From an optimization exercise on the open Yosys and OpenROAD flow, aimed at small area, a short achievable clock period and few clock cycles per item; shortcuts taken in it are not production practice. For this run, only the layout was checked, not whether the RTL still works. Power is estimated from default activity; no workload was simulated.

--- flow/design.v ---
module ladder_clause (
    input  wire [255:0] row,       
    input  wire [39:0]  clause,    
    output wire signed [10:0] contrib
);
    wire [4:0] offset = clause[4:0];
    wire [2:0] op     = clause[12:10];
    wire [7:0] mask   = clause[23:16];
    wire [7:0] value  = clause[31:24];
    wire [7:0] weight = clause[39:32];
    wire [7:0] y = row[offset*8 +: 8];
    wire [7:0] x = y & mask;
    reg sat;
    always @(*) begin
        case (op)
            3'd0: sat = (x == value);
            3'd1: sat = (x != value);
            3'd2: sat = (x <  value);
            3'd3: sat = (x <= value);
            3'd4: sat = (x >  value);
            3'd5: sat = (x >= value);
            3'd6: sat = (x != 8'd0);
            default: sat = (x == mask);
        endcase
    end
    assign contrib = sat ? {{3{weight[7]}}, weight} : 11'sd0;
endmodule
module ladder_rung (
    input  wire [255:0] row,
    input  wire [319:0] clauses,    
    input  wire [3:0]   nclause,    
    input  wire [15:0]  lo,         
    input  wire [15:0]  hi,         
    output reg  [1:0]   verdict     
);
    localparam [1:0] V_FALSE = 2'b00, V_TRUE = 2'b01, V_UNDEC = 2'b10;
    wire signed [10:0] contrib [0:7];
    genvar c;
    generate
        for (c = 0; c < 8; c = c + 1) begin : g_clause
            ladder_clause u_clause (
                .row     (row),
                .clause  (clauses[40*c +: 40]),
                .contrib (contrib[c])
            );
        end
    endgenerate
    reg signed [10:0] s;
    integer i;
    always @(*) begin
        s = 11'sd0;
        for (i = 0; i < 8; i = i + 1)
            if (i < nclause)
                s = s + contrib[i];
    end
    wire signed [16:0] s_ext  = {{6{s[10]}}, s};
    wire signed [16:0] lo_ext = {lo[15], lo};
    wire signed [16:0] hi_ext = {hi[15], hi};
    always @(*) begin
        if (s_ext < lo_ext)
            verdict = V_FALSE;
        else if (s_ext > hi_ext)
            verdict = V_TRUE;
        else
            verdict = V_UNDEC;
    end
endmodule
module ladder_byte (
    input  wire         clk,
    input  wire         rst,           
    input  wire         cfg_valid,
    input  wire [1:0]   cfg_rung,
    input  wire [5:0]   cfg_field,
    input  wire [2:0]   cfg_clause,
    input  wire [63:0]  cfg_data,
    output reg          cfg_done,
    output reg  [1:0]   cfg_status,    
    input  wire         row_valid,
    output wire         row_ready,
    input  wire [255:0] row_data,
    input  wire [31:0]  row_tag,
    output reg          out_valid,
    input  wire         out_ready,
    output reg  [1:0]   out_verdict,   
    output reg  [1:0]   out_rung,
    output reg  [31:0]  out_tag
);
    localparam [5:0] F_BAND = 6'd0, F_CLAUSE = 6'd10, F_NCLAUSE = 6'd11, F_RUNGS = 6'd19;
    localparam [1:0] ST_DONE = 2'd0, ST_RANGE = 2'd1, ST_REFUSED = 2'd3;
    localparam [1:0] V_UNDEC = 2'b10;
    reg  [2:0]   rungs;                   
    reg  [3:0]   nclause [0:3];
    reg  [15:0]  band_lo [0:3];
    reg  [15:0]  band_hi [0:3];
    reg  [319:0] clauses [0:3];           
    wire signed [16:0] new_lo = {cfg_data[15], cfg_data[15:0]};
    wire signed [16:0] new_hi = {cfg_data[31], cfg_data[31:16]};
    wire [2:0] new_op = cfg_data[12:10];
    reg [1:0] status;
    always @(*) begin
        status = ST_DONE;
        case (cfg_field)
            F_BAND: begin
                if ({1'b0, cfg_rung} >= rungs)
                    status = ST_REFUSED;
                else if (cfg_data[63:32] != 32'd0 || new_lo > new_hi + 17'sd1)
                    status = ST_RANGE;
            end
            F_CLAUSE: begin
                if ({1'b0, cfg_rung} >= rungs)
                    status = ST_REFUSED;
                else if (cfg_data[63:40] != 24'd0 || cfg_data[15:13] != 3'd0 ||
                         cfg_data[9:0] >= 10'd32 ||
                         (new_op >= 3'd6 && cfg_data[31:24] != 8'd0))
                    status = ST_RANGE;
            end
            F_NCLAUSE: begin
                if ({1'b0, cfg_rung} >= rungs)
                    status = ST_REFUSED;
                else if (cfg_data > 64'd8)
                    status = ST_RANGE;
            end
            F_RUNGS: begin
                if (cfg_rung != 2'd0)
                    status = ST_REFUSED;
                else if (cfg_data < 64'd1 || cfg_data > 64'd4)
                    status = ST_RANGE;
            end
            default: status = ST_REFUSED;
        endcase
    end
    integer r;
    always @(posedge clk) begin
        if (rst) begin
            rungs    <= 3'd1;
            cfg_done <= 1'b0;
            cfg_status <= ST_DONE;
            for (r = 0; r < 4; r = r + 1) begin
                nclause[r] <= 4'd0;
                band_lo[r] <= 16'd0;
                band_hi[r] <= 16'd0;
            end
        end else begin
            cfg_done <= cfg_valid;
            if (cfg_valid) begin
                cfg_status <= status;
                if (status == ST_DONE) begin
                    case (cfg_field)
                        F_BAND: begin
                            band_lo[cfg_rung] <= cfg_data[15:0];
                            band_hi[cfg_rung] <= cfg_data[31:16];
                        end
                        F_NCLAUSE: nclause[cfg_rung] <= cfg_data[3:0];
                        F_RUNGS:   rungs <= cfg_data[2:0];
                        default: ;
                    endcase
                end
            end
        end
    end
    always @(posedge clk) begin
        if (!rst && cfg_valid && status == ST_DONE && cfg_field == F_CLAUSE)
            clauses[cfg_rung][40*cfg_clause +: 40] <= cfg_data[39:0];
    end
    reg         s1_valid;
    reg [255:0] s1_row;
    reg [31:0]  s1_tag;
    wire out_load = !out_valid || out_ready;
    wire s1_load  = !s1_valid || out_load;
    assign row_ready = s1_load;
    always @(posedge clk) begin
        if (rst)
            s1_valid <= 1'b0;
        else if (s1_load)
            s1_valid <= row_valid;
    end
    always @(posedge clk) begin
        if (s1_load && row_valid) begin
            s1_row <= row_data;
            s1_tag <= row_tag;
        end
    end
    wire [1:0] rung_verdict [0:3];
    genvar g;
    generate
        for (g = 0; g < 4; g = g + 1) begin : g_rung
            ladder_rung u_rung (
                .row     (s1_row),
                .clauses (clauses[g]),
                .nclause (nclause[g]),
                .lo      (band_lo[g]),
                .hi      (band_hi[g]),
                .verdict (rung_verdict[g])
            );
        end
    endgenerate
    reg [1:0] final_verdict;
    reg [1:0] final_rung;
    reg       found;
    integer k;
    always @(*) begin
        final_verdict = V_UNDEC;
        final_rung    = 2'd0;
        found         = 1'b0;
        for (k = 0; k < 4; k = k + 1) begin
            if (!found && k < rungs) begin
                final_verdict = rung_verdict[k];
                final_rung    = k[1:0];
                if (rung_verdict[k] != V_UNDEC || k == rungs - 1)
                    found = 1'b1;
            end
        end
    end
    always @(posedge clk) begin
        if (rst)
            out_valid <= 1'b0;
        else if (out_load)
            out_valid <= s1_valid;
    end
    always @(posedge clk) begin
        if (out_load && s1_valid) begin
            out_verdict <= final_verdict;
            out_rung    <= final_rung;
            out_tag     <= s1_tag;
        end
    end
endmodule
--- flow/run.sh ---
#!/bin/bash
# synth_recipe.tcl (not shown) runs the flow's synth.tcl, then flattens the netlist and writes it again
# the make line also repeats each setting of config.mk as NAME=value (left out here)
make -C /OpenROAD-flow-scripts/flow DESIGN_CONFIG=/design/flow/config.mk WORK_HOME=/design/flow/orfs CLKGATE_MAP_FILE= SYNTH_SCRIPT=/design/flow/synth_recipe.tcl finish
--- flow/config.mk ---
export PLATFORM = sky130hd
export DESIGN_NAME = ladder_byte
export DESIGN_NICKNAME = ladder_byte
export VERILOG_FILES = /design/flow/design.v
export SDC_FILE = /design/flow/constraint.sdc
export NUM_CORES = 4
export LEC_CHECK = 0
export CAP_MARGIN = 20
export CORE_MARGIN = 2
export CORE_UTILIZATION = 25
export PLACE_DENSITY = 0.45
export SLEW_MARGIN = 20
--- flow/constraint.sdc ---
create_clock -name core_clock -period 18.0 [get_ports {clk}]
set_input_delay 3.6000 -clock core_clock [delete_from_list [all_inputs] [get_ports {clk}]]
set_output_delay 3.6000 -clock core_clock [all_outputs]
set_load 0.01 [all_outputs]
==> metrics.log <==
[metrics] H-tree levels: 4
[metrics] worst min path class: reg2reg
[metrics] CTS tree: built
[metrics] vias in the first global route: 117,512
[metrics] ranking of synthesized cells by instance count: mux4_2, edfxtp_1, clkbuf_1
[metrics] Core Region: 598,000 µm²
[metrics] Die Y-Extent: 779 µm
[metrics] part of the cycle the worst path needs: 0.938
[metrics] buffers from clock root to sink, at most: 4
[metrics] normalized max-slew margin: 0.0887
[metrics] most area-hungry cell type in the Yosys netlist: mux4_2
[metrics] worst slew pin tran: 1360 ps
[metrics] horizontal die dimension: 779 µm
[metrics] residual overflow from global routing: 0
[metrics] unrepaired setup endpoints after global routing: false
[metrics] cell count after synthesis: 12,684
[metrics] Die ar.: 607,000 µm²
[metrics] number of setup violations in the final report: 0
[metrics] proportion of layout cells with a drive suffix above 1: 0.275
[metrics] maximum number of pins on one net before global-route repair: 145
[metrics] most used standard cell by instance count after synthesis: mux4_2
[metrics] GRT Total Usage: 0.234
[metrics] signed area change from the synthesized netlist to the final layout: 13.7%
[metrics] first-pass GRT wire length: 1,010,000 µm
[metrics] most prevalent standard cell on the critical path: a21oi_1
[metrics] kind of cell with the highest combined delay on the critical path: compound AO/OA/AOI/OAI gates
[metrics] clock latency of the later-clocked register in the worst-skew pair: 920 ps
[metrics] most area-consuming cells after synthesis: mux4_2, edfxtp_1, ha_1, mux2i_1, clkbuf_1
[metrics] Avg Synthesized Cell Area: 11.8 µm²
[metrics] area used by sequential logic in the layout: 45,000 µm²
[metrics] number of standard-cell rows in the floorplan: 284
[metrics] Pleak: 59.0 nW
[metrics] number of iterations in the first detailed-routing pass: 8
[metrics] quantity of hold-fixing buffers added after cts: 0
[metrics] unique cell type count in the Yosys netlist: 93
[metrics] top-area cell type share of the netlist area: 0.320
[metrics] number of antenna violations at the first check in global routing: 74
[metrics] buffers plus inverters on the worst setup path: 4
[metrics] fraction of synthesis flops using an asynchronous set or reset pin: 0
[metrics] status: finished clean
[metrics] multi-input gate area in the final layout: 96,700 µm²
[metrics] type of element launching the critical path: flop
[metrics] summed negative setup slack over all endpoints: 0 ps
[metrics] portion of the post-synthesis area used by sequential elements: 0.300
[metrics] remaining antenna violation count after routing: 0
[metrics] Required @ worst endpoint: 18,750 ps
[metrics] wirelength, routed: 736,000 µm
[metrics] Final Util: 0.285
[metrics] Max Clock Freq: 59.2 MHz
[metrics] Cell Area, Synth: 150,000 µm²
[metrics] synthesized netlist net count: 13,758
[metrics] critical path class: reg2reg
[metrics] clk sinks: 1,500
[metrics] commonest register cell after synthesis: edfxtp_1
[metrics] total clock buffers created by CTS: 171
[metrics] Post-synth EDFFs: 1,492
[metrics] number of buffers added on ports: 408
[metrics] critical path peak fanout: 16
[metrics] vias after detailed routing: 123,035
[metrics] VDD IR-drop max: 83.7 µV
[metrics] post-CTS clock slew at the launch and capture registers of the worst setup and hold paths: 70 ps
[metrics] starting density of the core: 0.251
[metrics] DRC viols: 0
[metrics] crit path max-delay cell type: edfxtp_1
[metrics] Final Skew: 84.1 ps
[metrics] flip-flop and latch count after synthesis: 1,500
[metrics] count of nets after finishing: 13,483
[metrics] max capacitance violation total: 0
[metrics] arrival time reported for the critical path endpoint: 17,640 ps
[metrics] number of design-rule violations left by the first detailed-router iteration: 16,231
[metrics] count of yosys warnings during synthesis: 3
[metrics] stage delay of the slowest cell on the critical path: 900 ps
[metrics] final hold violation count: 0
[metrics] detailed placer's ending HPWL: 555,000 µm
[metrics] nature of the critical path endpoint: flop
[metrics] Fillers: 60,870
[metrics] weighted congestion reported at the end of routability-driven placement: 0.967
[metrics] Wirelength per Cell: 35.7 µm
[metrics] DR vias/cell: 5.97
[metrics] pwr/cell area: 57.6 nW/µm²
[metrics] clock period minus final worst setup slack: 16,890 ps
[metrics] cell chosen for the clock root: clkbuf_16
[metrics] pins over their slew limit: 0
[metrics] I/O pins: 409
[through the flow]
step | setup slack (ps) | cells | hold WS (ps) | power (mW) | cell area (µm²)
finish | 1110 | 20593 | 418 | 9.84 | 171000
global route | 20.3 | 20558 | 422 | 10.1 | 171000
CTS | 969 | 20543 | 418 | 9.79 | 170000
detailed placement | 955 | 20232 | 405 | 6.17 | 165000
global placement | 1140 | 20226 | 400 | 6.17 | 165000
floorplan | 2240 | 12684 | 400 | 5.21 | 150000
[routing by layer]
layer / track usage / vias up / wire [µm]
li1: - / 49213 / -
met1: 0.291 / 63307 / 276000
met2: 0.352 / 8661 / 317000
met3: 0.107 / 1798 / 105000
met4: 0.0950 / 56 / 36800
met5: 0.00212 / - / 594
[flip-flops by register name (all words and copies together), names as in the netlist]
name and count:
band_hi 64, band_lo 64, cfg_done 1, cfg_status 2
clauses 1024, nclause 16, out_rung 2, out_tag 32
out_valid 1, out_verdict 2, rungs 3, s1_row 256
s1_tag 32, s1_valid 1
[cells in the final DEF, fill, tap and decap left out, types with 38 or more instances in the layout]
cell / instances
o22ai_1: 86
diode_2: 38
a22oi_1: 359
mux2i_1: 800
clkbuf_16: 173
nor2_1: 746
and3_1: 155
a31oi_1: 40
nor4_1: 52
buf_4: 749
nand4_1: 111
o21bai_1: 58
nor3_1: 118
a21oi_1: 464
nand2b_1: 112
nor2b_1: 294
a221oi_1: 46
or2_2: 44
a21boi_0: 45
ha_1: 677
edfxtp_1: 1492
xor2_1: 56
nand3_1: 85
mux2_2: 75
and2_1: 221
a21o_1: 171
nand2_1: 516
clkdlybuf4s50_1: 406
xnor2_1: 165
a22o_1: 57
mux4_2: 2133
o21ai_0: 350
inv_1: 798
o21a_1: 115
[final cells by class]
type / count / area share
repair buffers: 1188 / 0.0601
clock inverters: 108 / 0.00665
inverters: 801 / 0.0176
clock buffers: 203 / 0.0262
flip-flops and latches: 1500 / 0.263
well taps: 8008 / 0.0587
diodes: 38 / 0.000557
multi-input cells: 8747 / 0.567
[worst reg2reg max path, delay by kind of cell, from the launching register on]
| family | cells | cell delay, ps |
|---|---|---|
| buffers and inverters | 4 | 680 |
| muxes | 5 | 2320 |
| AOI/OAI and AO/OA | 29 | 5500 |
| adders and majority gates | 10 | 4110 |
| xor gates and xnor gates | 2 | 500 |
| DFF | 1 | 900 |
| and+or+nand+nor | 16 | 2750 |
[cell families (layout without fill, tap and decap cells)]
family,Yosys count,after routing,synth area share
muxes,3044,3044,0.381
and+or+nand+nor,2637,2637,0.0881
buffers and inverters,2437,2300,0.0619
AOI/OAI and AO/OA,2126,2126,0.0944
DFF,1500,1500,0.300
adders and majority gates,710,710,0.0605
xor gates and xnor gates,230,230,0.0142
other,0,38,0
[timing repair]
action / 4_1_cts / 5_1_grt
setup buffers: 0 / 3
gates resized for setup: 0 / 2
setup endpoints to repair: 0 / 2
[worst paths after layout]
kind                                     start              to  slack [ps]  cells after the start
worst max-delay path            clauses[1][41]  out_verdict[0]        1110                     66
worst min-delay path                s1_tag[21]     out_tag[21]         420                      0
worst max register to register  clauses[1][41]  out_verdict[0]        1110                     66
worst min register to register      s1_tag[21]     out_tag[21]         420                      0
[where the power goes]
part	total (mW)	leakage [nW]	internal (mW)	switching, mW
Combinational	2.19	40.8	0.817	1.37
Clock	3.66	2.70	2.04	1.62
Sequential	3.99	15.5	3.91	0.0849
Total	9.84	59.0	6.76	3.07

separate check: timing with driven ports:
In the flow no input, the clock included, has a driving cell. The finished layout below was timed again as built, in two steps.
Step 1, drivers: a clkbuf_16 drives clk and a buf_2 each remaining input, both assumed.
Step 2 adds t to the input delays and takes it off the output delays; t is the mean of the earliest and latest rising clock arrival at the registers after step 1. Input paths then give back, and output paths get back, about the clock's delay inside the block.
Three values: ideal ports, drivers, drivers and shift; two values: the first two.
t (ns): 0.991
slack for setup (ns): 1.111 / 1.111 / 1.111
clock arrival spread, ns: 0.104 / 0.104
After both steps setup and hold are still met in this run. For this run, drivers alone change the setup slack by 0.000 ns; drivers and shift together by 0.000 ns.
